Source: an optimization exercise on an open RTL-to-GDS flow (aim: small area, a short achievable clock period and few clock cycles per item). Production flows keep margins and buffers that such runs may drop.
The RTL was checked by simulation tests, not by an equivalence proof against the original design.
Power and IR drop assume default switching activity.

==> design/flow/design.v <==
module seg_norm (
    input  wire [31:0] x,
    output wire [31:0] y,
    output wire [4:0]  s
);
    reg [4:0] c;
    integer i;
    always @(*) begin
        c = 5'd0;
        for (i = 0; i < 32; i = i + 1)
            if (x[i]) c = 5'd31 - i[4:0];
    end
    assign s = c;
    assign y = x << c;
endmodule
module seg_div (
    input  wire [31:0] r,
    input  wire [1:0]  sb,
    input  wire [31:0] d,
    output wire [31:0] rn,
    output wire [1:0]  dig
);
    wire [34:0] a  = {1'b0, r, sb};
    wire [34:0] b1 = ~{3'b000, d};
    wire [34:0] b2 = ~{2'b00, d, 1'b0};
    wire [34:0] t1 = a + b1 + 35'd1;
    wire [34:0] t2 = a + b2 + 35'd1;
    wire [34:0] cs = a ^ b1 ^ b2;
    wire [34:0] cc = (a & b1) | (a & b2) | (b1 & b2);
    wire [34:0] t3 = cs + {cc[33:0], 1'b1} + 35'd1;
    wire ge1 = ~t1[34];
    wire ge2 = ~t2[34];
    wire ge3 = ~t3[34];
    assign dig = {ge2, ge3 | (ge1 & ~ge2)};
    assign rn  = ge3 ? t3[31:0] : ge2 ? t2[31:0] : ge1 ? t1[31:0] : a[31:0];
endmodule
module seg_predict (
    input  wire        clk,
    input  wire        rst,
    input  wire        start,
    output wire        ready,
    output reg         done,
    input  wire        normal,       
    input  wire [31:0] p,            
    input  wire [23:0] gp,           
    input  wire [23:0] gn,           
    input  wire [16:0] alpha,        
    input  wire [47:0] ovs,          
    input  wire [15:0] blank,        
    input  wire [15:0] wlo,          
    input  wire [15:0] whi,          
    output reg  [31:0] phat,
    output reg  [31:0] rate,
    output reg  [31:0] acc,
    output reg  [35:0] tb,
    output reg  [35:0] tlo,
    output reg  [35:0] thi,
    output reg         early,
    output reg         floor_hit
);
    localparam [4:0] S_IDLE = 5'd0,  S_C1 = 5'd1,    S_C2 = 5'd2,    S_C3 = 5'd3,
                     S_V = 5'd4,     S_VPOST = 5'd5, S_WAITM = 5'd6, S_PHPRE = 5'd7,
                     S_PH = 5'd8,    S_PHPOST = 5'd9, S_NRM = 5'd10, S_W = 5'd11,
                     S_WPOST = 5'd12, S_R = 5'd13,   S_RPOST = 5'd14, S_APRE = 5'd15,
                     S_A = 5'd16,    S_APOST = 5'd17, S_TWAIT = 5'd18;
    localparam [2:0] M_IDLE = 3'd0, M_SPAN = 3'd1, M_WAIT = 3'd2, M_P1 = 3'd3,
                     M_P2 = 3'd4,   M_DONE = 3'd5, M_WV1 = 3'd6,  M_WV2 = 3'd7;
    reg [4:0] st;
    reg [2:0] mst;
    reg [4:0] mcnt;
    reg       mfin2;     
    reg       rdy;
    assign ready = rdy;
    reg        rNorm;
    reg [31:0] rP;       
    reg [23:0] rGP;      
    reg [23:0] rGN;      
    reg [18:0] rZ;       
    reg [48:0] rOVS;     
    reg [47:0] rX;       
    reg [4:0]  sgp, sgn, sph;
    reg [4:0]  mJ;       
    reg [43:0] ACC;      
    reg        pb;
    reg [1:0]  rPx;      
    reg [49:0] Y;        
    reg [49:0] QR;       
    reg [31:0] R, D;
    reg [5:0]  cnt;
    reg        pf2, zq, OV, first, wneg;
    reg [1:0]  ssrc;     
    reg        sinkq;    
    reg  [31:0] nx;
    wire [31:0] ny;
    wire [4:0]  ns;
    always @(*) begin
        case (st)
        S_C1:    nx = {rGP, 8'd0};
        S_C2:    nx = {rGN, 8'd0};
        S_C3:    nx = rP;
        S_NRM:   nx = phat;
        default: nx = {QR[30:0], 1'b0};
        endcase
    end
    seg_norm u_norm (.x(nx), .y(ny), .s(ns));
    wire abig  = |QR[47:31];
    wire azero = ~|QR[30:0];
    reg [7:0] Lc;
    always @(*) begin
        case (st)
        S_C3:    Lc = 8'd17 - {3'd0, sgp} + {3'd0, ns};
        S_PHPRE: Lc = 8'd2 + {2'd0, mJ, 1'b0} + {3'd0, sgp} - {3'd0, sgn};
        S_NRM:   Lc = rNorm ? (8'd17 - {3'd0, sgn} + {3'd0, ns}) : (8'd17 + {3'd0, ns});
        S_WPOST: Lc = 8'd17 + {3'd0, sph};
        default: Lc = abig ? (8'd33 + {3'd0, sph}) : (8'd16 - {3'd0, ns} + {3'd0, sph});
        endcase
    end
    wire       cf2 = ~Lc[0];
    wire [7:0] Lf  = Lc + (cf2 ? 8'd2 : 8'd1);
    wire       cz  = Lf[7] | (Lf == 8'd0);
    wire [5:0] cI  = cz ? 6'd0 : Lf[6:1];
    reg  [1:0]  sb;
    always @(*) begin
        case (ssrc)
        2'd1:    sb = ACC[9:8];
        2'd2:    sb = rOVS[16:15];
        2'd3:    sb = QR[16:15];
        default: sb = 2'b00;
        endcase
    end
    wire [31:0] Rn;
    wire [1:0]  dig;
    seg_div u_div (.r(R), .sb(sb), .d(D), .rn(Rn), .dig(dig));
    wire div_iter = (st == S_V) || (st == S_PH) || (st == S_W) || (st == S_R) || (st == S_A);
    wire last_it  = (cnt == 6'd1);
    wire [49:0] psrc = (st == S_VPOST) ? QR : Y;
    wire [49:0] Qz   = zq ? 50'd0 : psrc;
    wire [48:0] q    = pf2 ? {1'b0, Qz[49:2]} : Qz[49:1];
    wire        rb   = pf2 ? Qz[1] : Qz[0];
    wire        lb   = pf2 & Qz[0];
    wire        rbn  = rb & (lb | (|R));          
    wire        inv  = (st == S_APOST) & wneg;
    wire [48:0] qq   = inv ? ~q : q;
    wire [48:0] inc  = qq + {48'd0, inv ? ~rbn : rb};
    wire        all1_32 = &q[31:0];
    wire        all1_31 = &q[30:0];
    wire        sat32   = (|q[48:32]) | (all1_32 & rb);
    wire [31:0] phat_v  = (OV | sat32) ? 32'hFFFF_FFFF :
                          ((~|q) & ~rb) ? 32'd1 : inc[31:0];
    wire [31:0] rate_v  = sat32 ? 32'hFFFF_FFFF : inc[31:0];
    wire        asat_p  = OV | (|q[48:31]) | (all1_31 & rb);
    wire        asat_n  = OV | (|q[48:32]) | (q[31] & ((|q[30:0]) | rbn));
    wire [31:0] acc_v   = wneg ? (asat_n ? 32'h8000_0000 : inc[31:0])
                               : (asat_p ? 32'h7FFF_FFFF : inc[31:0]);
    function [2:0] booth;        
        input [2:0] b;
        case (b)
        3'b001, 3'b010: booth = 3'b001;
        3'b011:         booth = 3'b010;
        3'b100:         booth = 3'b110;
        3'b101, 3'b110: booth = 3'b101;
        default:        booth = 3'b000;
        endcase
    endfunction
    wire [2:0] bz = booth(rZ[18:16]);           
    wire       p17 = (mJ == 5'd17) && (mcnt == 5'd1);    
    wire [2:0] bp = booth(p17 ? {2'b00, pb} : {rP[1:0], pb});
    wire       p1s0 = (mcnt == 5'd0);
    reg  [49:0] mA, mB;
    reg         mneg;
    always @(*) begin
        mA = 50'd0; mB = 50'd0; mneg = 1'b0;
        case (mst)
        M_SPAN: begin
            mA = {2'd0, rGN, 24'd0}; mB = {2'd0, rOVS[47:0]}; mneg = 1'b1;
        end
        M_P1: begin
            if (p1s0) begin
                mA = 50'd0;
                mB = (bz == 3'b101) ? {25'd0, rGN, 1'b0} :
                     (bz == 3'b001) ? 50'd0 : {26'd0, rGN};
            end else begin
                mA = {Y[47:0], 2'b00};
                mB = bz[1] ? {25'd0, rGN, 1'b0} : bz[0] ? {26'd0, rGN} : 50'd0;
                mneg = ~bz[2] & (bz[1] | bz[0]);
            end
        end
        M_P2: begin
            mA = {{6{ACC[43]}}, ACC};
            mB = bp[1] ? {Y[48:0], 1'b0} : bp[0] ? Y : 50'd0;
            mneg = bp[2];
        end
        M_WV1: begin
            mA = Y; mB = QR; mneg = 1'b1;
        end
        M_WV2: begin
            mA = 50'd0; mB = QR; mneg = wneg;
        end
        default: ;
        endcase
    end
    wire [49:0] mS = mA + (mneg ? ~mB : mB) + {49'd0, mneg};
    wire        m_last = (mst == M_P2) && (mcnt == 5'd1);
    wire        mfin   = (mst == M_DONE) || m_last;
    wire flr = rOVS[48] ||
               (rOVS[47:22] < {2'd0, rGN}) ||
               ((rOVS[47:22] == {2'd0, rGN}) && ~|rOVS[21:0]);
    reg        trun, tfin, TS, tpb;
    reg [1:0]  tk;
    reg [3:0]  ti;
    wire       t8   = (ti == 4'd8);
    wire [2:0] bt   = booth(t8 ? {2'b00, tpb} : {rX[1:0], tpb});
    reg  [35:0] tcur;
    always @(*) begin
        case (tk)
        2'd0:    tcur = tb;
        2'd1:    tcur = tlo;
        default: tcur = thi;
        endcase
    end
    wire [34:0] tA   = (ti == 4'd0) ? 35'd4095 : {{3{TS}}, tcur[35:4]};
    wire [34:0] tmag = bt[1] ? {2'd0, phat, 1'b0} : bt[0] ? {3'd0, phat} : 35'd0;
    wire [34:0] tS   = tA + (bt[2] ? ~tmag : tmag) + {34'd0, bt[2]};
    wire [35:0] tnew = t8 ? {tS[31:0], tcur[3:0]} : {tS[33:2], tS[1:0], tcur[3:2]};
    wire        t_last = trun && (tk == 2'd2) && t8;
    wire        tdone  = tfin || t_last;
    always @(posedge clk) begin
        done <= 1'b0;
        if (rst) begin
            st    <= S_IDLE;
            mst   <= M_IDLE;
            rdy   <= 1'b1;
            trun  <= 1'b0;
            tfin  <= 1'b0;
            mfin2 <= 1'b0;
        end else begin
            case (mst)
            M_SPAN: begin
                rOVS <= mS[48:0];
                mst  <= M_WAIT;
            end
            M_WAIT: begin
                mst  <= M_P1;
                mcnt <= 5'd0;
            end
            M_P1: begin
                Y    <= mS;
                rZ   <= {rZ[16:0], 2'b00};
                mcnt <= mcnt + 5'd1;
                if (mcnt == 5'd8) begin
                    mst  <= M_P2;
                    mcnt <= mJ;
                    ACC  <= 44'd0;
                    pb   <= 1'b0;
                end
            end
            M_P2: begin
                ACC  <= mS[45:2];
                rP   <= {mS[1:0], rP[31:2]};
                rPx  <= p17 ? rP[1:0] : 2'b00;
                pb   <= rP[1];
                mcnt <= mcnt - 5'd1;
                if (mcnt == 5'd1) mst <= M_DONE;
            end
            M_WV1: begin
                QR   <= mS;
                wneg <= mS[49];
                mst  <= M_WV2;
            end
            M_WV2: begin
                QR    <= mS;
                mfin2 <= 1'b1;
                mst   <= M_DONE;
            end
            default: ;
            endcase
            if (trun) begin
                case (tk)
                2'd0:    tb  <= tnew;
                2'd1:    tlo <= tnew;
                default: thi <= tnew;
                endcase
                TS <= tS[34];
                if (t8) begin
                    tpb <= 1'b0;
                    ti  <= 4'd0;
                    tk  <= tk + 2'd1;
                    if (tk == 2'd2) begin
                        trun <= 1'b0;
                        tfin <= 1'b1;
                    end
                end else begin
                    tpb <= rX[1];
                    rX  <= {2'b00, rX[47:2]};
                    ti  <= ti + 4'd1;
                end
            end
            if (div_iter) begin
                R     <= Rn;
                cnt   <= cnt - 6'd1;
                first <= 1'b0;
                if (sinkq)
                    QR <= first ? {48'd0, dig} : {QR[47:0], dig};
                else begin
                    Y  <= first ? {48'd0, dig} : {Y[47:0], dig};
                    OV <= OV | (~first & (|Y[49:48]));
                end
                case (ssrc)
                2'd1: {ACC, rP, rPx} <= {ACC[41:0], rP, rPx, 2'b00};
                2'd2: rOVS <= {rOVS[46:0], 2'b00};
                2'd3: QR   <= {QR[47:0], 2'b00};
                default: ;
                endcase
            end
            case (st)
            S_IDLE: begin
                if (start) begin
                    rNorm <= normal;
                    rP    <= p;
                    rGP   <= gp;
                    rGN   <= gn;
                    rZ    <= {alpha[16], alpha, 1'b0};
                    rOVS  <= {1'b0, ovs[47] ? 48'd0 : ovs};
                    rX    <= {whi, wlo, blank};
                    early <= ovs[47];
                    rdy   <= 1'b0;
                    tfin  <= 1'b0;
                    mfin2 <= 1'b0;
                    mst   <= M_SPAN;
                    st    <= S_C1;
                end
            end
            S_C1: begin
                rGP <= ny[31:8];
                sgp <= ns;
                st  <= S_C2;
            end
            S_C2: begin
                rGN <= ny[31:8];
                sgn <= ns;
                floor_hit <= flr;
                if (flr) rOVS <= {3'd0, rGN, 22'd0};
                st  <= S_C3;
            end
            S_C3: begin
                D     <= ny;
                mJ    <= 5'd17 - ns[4:1] - {4'd0, ns[0]};
                R     <= {1'b0, rGP, 7'd0};
                cnt   <= cI;
                pf2   <= cf2;
                zq    <= cz;
                OV    <= 1'b0;
                first <= 1'b1;
                ssrc  <= 2'd0;
                sinkq <= 1'b1;
                st    <= cz ? S_VPOST : S_V;
            end
            S_V: if (last_it) st <= S_VPOST;
            S_VPOST: begin
                QR <= {2'd0, inc[47:0]};
                D  <= {rGP, 8'd0};
                st <= mfin ? S_PHPRE : S_WAITM;
            end
            S_WAITM: if (mfin) st <= S_PHPRE;
            S_PHPRE: begin
                R     <= {1'b0, ACC[40:10]};
                cnt   <= cI;
                pf2   <= cf2;
                zq    <= cz;
                OV    <= 1'b0;
                first <= 1'b1;
                ssrc  <= 2'd1;
                sinkq <= 1'b0;
                st    <= cz ? S_PHPOST : S_PH;
            end
            S_PH: if (last_it) st <= S_PHPOST;
            S_PHPOST: begin
                phat <= phat_v;
                st   <= S_NRM;
            end
            S_NRM: begin
                D     <= ny;
                sph   <= ns;
                trun  <= 1'b1;
                tk    <= 2'd0;
                ti    <= 4'd0;
                tpb   <= 1'b0;
                cnt   <= cI;
                pf2   <= cf2;
                zq    <= cz;
                OV    <= 1'b0;
                first <= 1'b1;
                sinkq <= 1'b0;
                if (rNorm) begin
                    R    <= {1'b0, rGN, 7'd0};
                    ssrc <= 2'd0;
                    st   <= cz ? S_WPOST : S_W;
                end else begin
                    R    <= {1'b0, rOVS[47:17]};
                    ssrc <= 2'd2;
                    st   <= cz ? S_RPOST : S_R;
                end
            end
            S_W: if (last_it) st <= S_WPOST;
            S_WPOST: begin
                Y     <= {2'd0, inc[47:0]};
                mst   <= M_WV1;
                R     <= {1'b0, rOVS[47:17]};
                cnt   <= cI;
                pf2   <= cf2;
                zq    <= cz;
                OV    <= 1'b0;
                first <= 1'b1;
                ssrc  <= 2'd2;
                st    <= cz ? S_RPOST : S_R;
            end
            S_R: if (last_it) st <= S_RPOST;
            S_RPOST, S_APRE: begin
                if (st == S_RPOST) rate <= rate_v;
                if (!rNorm) begin
                    acc <= 32'd0;
                    if (tdone) begin
                        done <= 1'b1;
                        rdy  <= 1'b1;
                        st   <= S_IDLE;
                    end else
                        st <= S_TWAIT;
                end else if (mfin2) begin
                    cnt   <= cI;
                    pf2   <= cf2;
                    zq    <= cz | (~abig & azero);
                    OV    <= 1'b0;
                    first <= 1'b1;
                    sinkq <= 1'b0;
                    if (abig) begin
                        R    <= {1'b0, QR[47:17]};
                        ssrc <= 2'd3;
                    end else begin
                        R    <= {1'b0, ny[31:1]};
                        ssrc <= 2'd0;
                    end
                    st <= (cz | (~abig & azero)) ? S_APOST : S_A;
                end else
                    st <= S_APRE;
            end
            S_A: if (last_it) st <= S_APOST;
            S_APOST: begin
                acc <= acc_v;
                if (tdone) begin
                    done <= 1'b1;
                    rdy  <= 1'b1;
                    st   <= S_IDLE;
                end else
                    st <= S_TWAIT;
            end
            S_TWAIT: begin
                if (tdone) begin
                    done <= 1'b1;
                    rdy  <= 1'b1;
                    st   <= S_IDLE;
                end
            end
            default: st <= S_IDLE;
            endcase
        end
    end
endmodule
==> design/flow/run.sh <==
#!/bin/bash
# synth_recipe.tcl (not shown) runs the flow's synth.tcl, then flattens the netlist and writes it again
# the make line also repeats each setting of config.mk as NAME=value (left out here)
make -C /OpenROAD-flow-scripts/flow DESIGN_CONFIG=/design/flow/config.mk WORK_HOME=/design/flow/orfs CLKGATE_MAP_FILE= SYNTH_SCRIPT=/design/flow/synth_recipe.tcl finish
==> design/flow/config.mk <==
export PLATFORM = sky130hd
export DESIGN_NAME = seg_predict
export DESIGN_NICKNAME = seg_predict
export VERILOG_FILES = /design/flow/design.v
export SDC_FILE = /design/flow/constraint.sdc
export NUM_CORES = 4
export LEC_CHECK = 0
export CAP_MARGIN = 20
export CORE_MARGIN = 2
export CORE_UTILIZATION = 40
export SLEW_MARGIN = 20
==> design/flow/constraint.sdc <==
create_clock -name core_clock -period 10.0 [get_ports {clk}]
set_input_delay 2.0000 -clock core_clock [delete_from_list [all_inputs] [get_ports {clk}]]
set_output_delay 2.0000 -clock core_clock [all_outputs]
set_load 0.01 [all_outputs]
==> flow_summary.toml <==
[run_status]
status = "timing/DRC/antenna clean"

[logic_synthesis]
yosysUniqueCellTypes = 114
synth.area.top_cells = "edfxtp_1 (35%), nand2_1 (6.8%), ha_1 (5.9%)"
synthTopCellsByCount = "nand2_1 (1018), edfxtp_1 (661), a21oi_1 (631)"
synth_top_area_share_pct = 35.47
avgSynthCellArea_um2 = 8.581
yosysWarnings = 2
yosysMostFrequentCell = "nand2_1"
synth_flop_cell = "edfxtp_1"
synth_top_area_cell = "edfxtp_1"
syn_area_um2 = 55960
yosysSeqAreaShare_pct = 35.94
ys_ff_latch = 674
syn_nets = 7026
synthCells = 6521
synthArstFlopShare_pct = 0
synth_edf_count = 661

[min_path]
hp-class = "register to register"
hold_start = "rdy$_SDFFE_PP1P_"
min_to = "rdy$_SDFFE_PP1P_"
holdPathStages = 2

[place]
dp_hpwl_mm = 207.4
gp_congestion = 1.070
io_buffers = 404
dpl_worst_slack_ps = 1978

[critical_path]
worst-r2r-setup-slack_ps = 1710
cp.arrival_ps = 8890
critPathSlowestCell = "dfxtp_1"
crit_buf_inv = 4
critPathLaunchType = "register"
r2r-end = "st[1]$_SDFFE_PP0P_"
end_kind = "register"
critPathKind = "register to register"
slowest_delay_ps = 890
r2r_cells = 34
required_ps = 10600
cp_max_fo = 37
critPathTopFamily = "compound AO/OA/AOI/OAI gates"
reg2reg_from = "st[1]$_SDFFE_PP0P_"
crit_path_frequent_cell = "nor2_1"

[drt]
vias = 57260
drt_first_pass_iters = 14
routedWlPerCell_um = 32.00
route.detailed.drc = 0
viasPerCell = 6.586
ant_nets = 0
drtIter0Drc = 9241
drt-total-wl_mm = 278.2

[power]
leakage_uw = 0.02458
ir_drop_mv = 0.1327
power.density_nw_per_um2 = 192.2

[clock_tree]
cts_tree = "yes"
htreeDepth = 3
cts_hold_buffers = 0
cts_sinks = 674
clock-root-buffer = "clkbuf_16"
cts_buffers = 86
path_clk_slew_ps = 70
post_cts_buffers = 0
clockBufferDepth = 3
insertion_delay_ps = 750
ctsResizeCount = 0

[sta]
post-route-period-util_pct = 82.91
timing.final.hold_violations = 0
fin_hold_ws_ps = 511.5
slew_viol_final = 0
fin_setup_tns_ps = 0
finalWorstSetupSlack_ps = 1709
worst_pin_slew_ps = 1309
layout_min_cycle_time_ps = 8291
finalSetupViolations = 0
rsz0062_at_grt = "false"
fmax_mhz = 120.6
max_slew_margin_pct = 12.32
fin_skew_ps = 62.35

[global_route]
grt_max_degree = 137
grt_pass1_vias = 52370
grt_overflow_total = 0
grt_pass1_wl_mm = 390.2
antenna_found_initial = 45
track_usage_pct = 37.68

[flow_run]
max_cap_violations = 0

[floorplanning]
num_io_pins = 405
coreArea_um2 = 139200
row_count = 137
die-area_um2 = 142900
die_w_um = 378.0
start_util_pct = 40.20
die_h_um = 378.0

[final_layout]
fin_nets = 7220
syn2layout_area_growth_pct = 16.58
drive_gt1_share_pct = 6.749
nFillCells = 13480
-- how the worst max path moves through the flow --
stage                              end  cells after the start               start  slack, ps
floorplan             thi[0]$_DFFE_PP_                      3                 rst       1230
global placement    st[1]$_SDFFE_PP0P_                     33  st[1]$_SDFFE_PP0P_       2030
detailed placement  st[1]$_SDFFE_PP0P_                     33  st[1]$_SDFFE_PP0P_       1980
global route        st[1]$_SDFFE_PP0P_                     34  st[1]$_SDFFE_PP0P_       1180
CTS                 st[1]$_SDFFE_PP0P_                     33  st[1]$_SDFFE_PP0P_       1940
finish              st[1]$_SDFFE_PP0P_                     34  st[1]$_SDFFE_PP0P_       1710
-- through the flow --
step | total power (µW) | utilization, % | area [µm²] | instances
2_1_floorplan | 7059 | - | 55960 | 6521
3_5_place_dp | 8964 | 44.65 | 62150 | 8501
6_report | 12540 | 46.87 | 65230 | 8694
3_3_place_gp | 8938 | 44.65 | 62140 | 8501
4_1_cts | 12290 | 46.77 | 65090 | 8660
5_1_grt | 12940 | 46.84 | 65190 | 8678
-- area by class of cell --
class                           instances  area [µm²]  area share [%]
Clock buffer                           95        2248           3.447
Tap cell                             1876        2347           3.598
Multi-Input combinational cell       5187       33680           51.62
Inverter                              196       739.5           1.134
Antenna cell                           32       80.08          0.1228
Timing Repair Buffer                  570        5329           8.169
Clock inverter                         64       699.4           1.072
Sequential cell                       674       20110           30.83
-- layout by cell type, fill, tap and decap left out, drive strengths merged, types with 87 or more instances in the layout --
master,instances
inv,202
ha,265
a221oi,88
mux2i,230
xor2,91
nand2,1020
buf,167
nand3,105
nor3,87
clkdlybuf4s50,403
clkbuf,95
a22oi,98
and3,87
xnor2,251
o21ai,648
edfxtp,661
a21oi,636
nor2,427
-- where the power goes --
| group | leakage (µW) | switching (µW) | total, µW | internal, µW |
|---|---|---|---|---|
| clock network | 0.00143 | 1450 | 3360 | 1900 |
| registers | 0.00636 | 590 | 4120 | 3530 |
| logic | 0.0168 | 3300 | 5060 | 1760 |
-- flip-flops by register name, indices dropped and copies added, names as in the netlist, 6 cells and up --
name and count:
ACC 44, D 32, QR 50, R 32, Y 50, acc 32, cnt 6, phat 32
rGN 24, rGP 24, rOVS 49, rP 32, rX 48, rZ 19, rate 32, tb 36
thi 36, tlo 36
-- worst reg2reg max path: cells and delay by family (launching register included) --
kind                     cells  cell delay (ps)
adder cells (fa/ha/maj)      4             1240
flip-flops                   1              890
AO/OA/AOI/OAI               14             2450
XOR/XNOR                     1              250
AND/OR/NAND/NOR             10             2320
multiplexers                 1              160
buffers and inverters        4              850
-- logic make-up (layout without fill, tap and decap cells) --
logic type	Yosys count	after routing	share of synthesized area, %
AO/OA/AOI/OAI	2246	2246	25.81
other	0	32	0
buffers and inverters	660	925	4.595
multiplexers	247	247	4.537
adder cells (fa/ha/maj)	308	308	7.464
XOR/XNOR	342	342	5.353
flip-flops	674	674	35.94
AND/OR/NAND/NOR	2044	2044	16.31
-- metal layers --
| layer | wire length, µm | GRT usage, % | vias to the layer above |
|---|---|---|---|
| met3 | 39000 | 14.29 | 834 |
| met2 | 113000 | 52.89 | 4003 |
| li1 | - | - | 24730 |
| met4 | 17100 | 20.22 | 22 |
| met1 | 108800 | 49.69 | 27670 |
| met5 | 293 | 0 | - |
Testbench counts, summed over its fixed seeds: cycles 187,178, items 2,400.

separate check: timing with driven ports:
How much do the figures lean on ideal ports? The routed layout below was timed once more, with nothing changed but the port constraints.
Step 1, drivers: a clkbuf_16 drives clk and a buf_2 each remaining input, both assumed.
Step 2, shift: input delay + t, output delay - t, t = (earliest + latest rising clock arrival at the registers) / 2. This alone moves slack from input paths to output paths.
Three values: no drivers, after step 1, after step 2; two values: the first two.
t, ns: 0.797
slack for setup (ns): 1.709 / 1.709 / 1.709
worst setup path after step 2: register to register
latest minus earliest clock arrival (ns): 0.063 / 0.063
worst register clock-pin slew, ns: 0.07 / 0.07
After both steps this run still meets setup and hold. For this run, drivers alone change the setup slack by 0.000 ns; drivers and shift together by 0.000 ns.
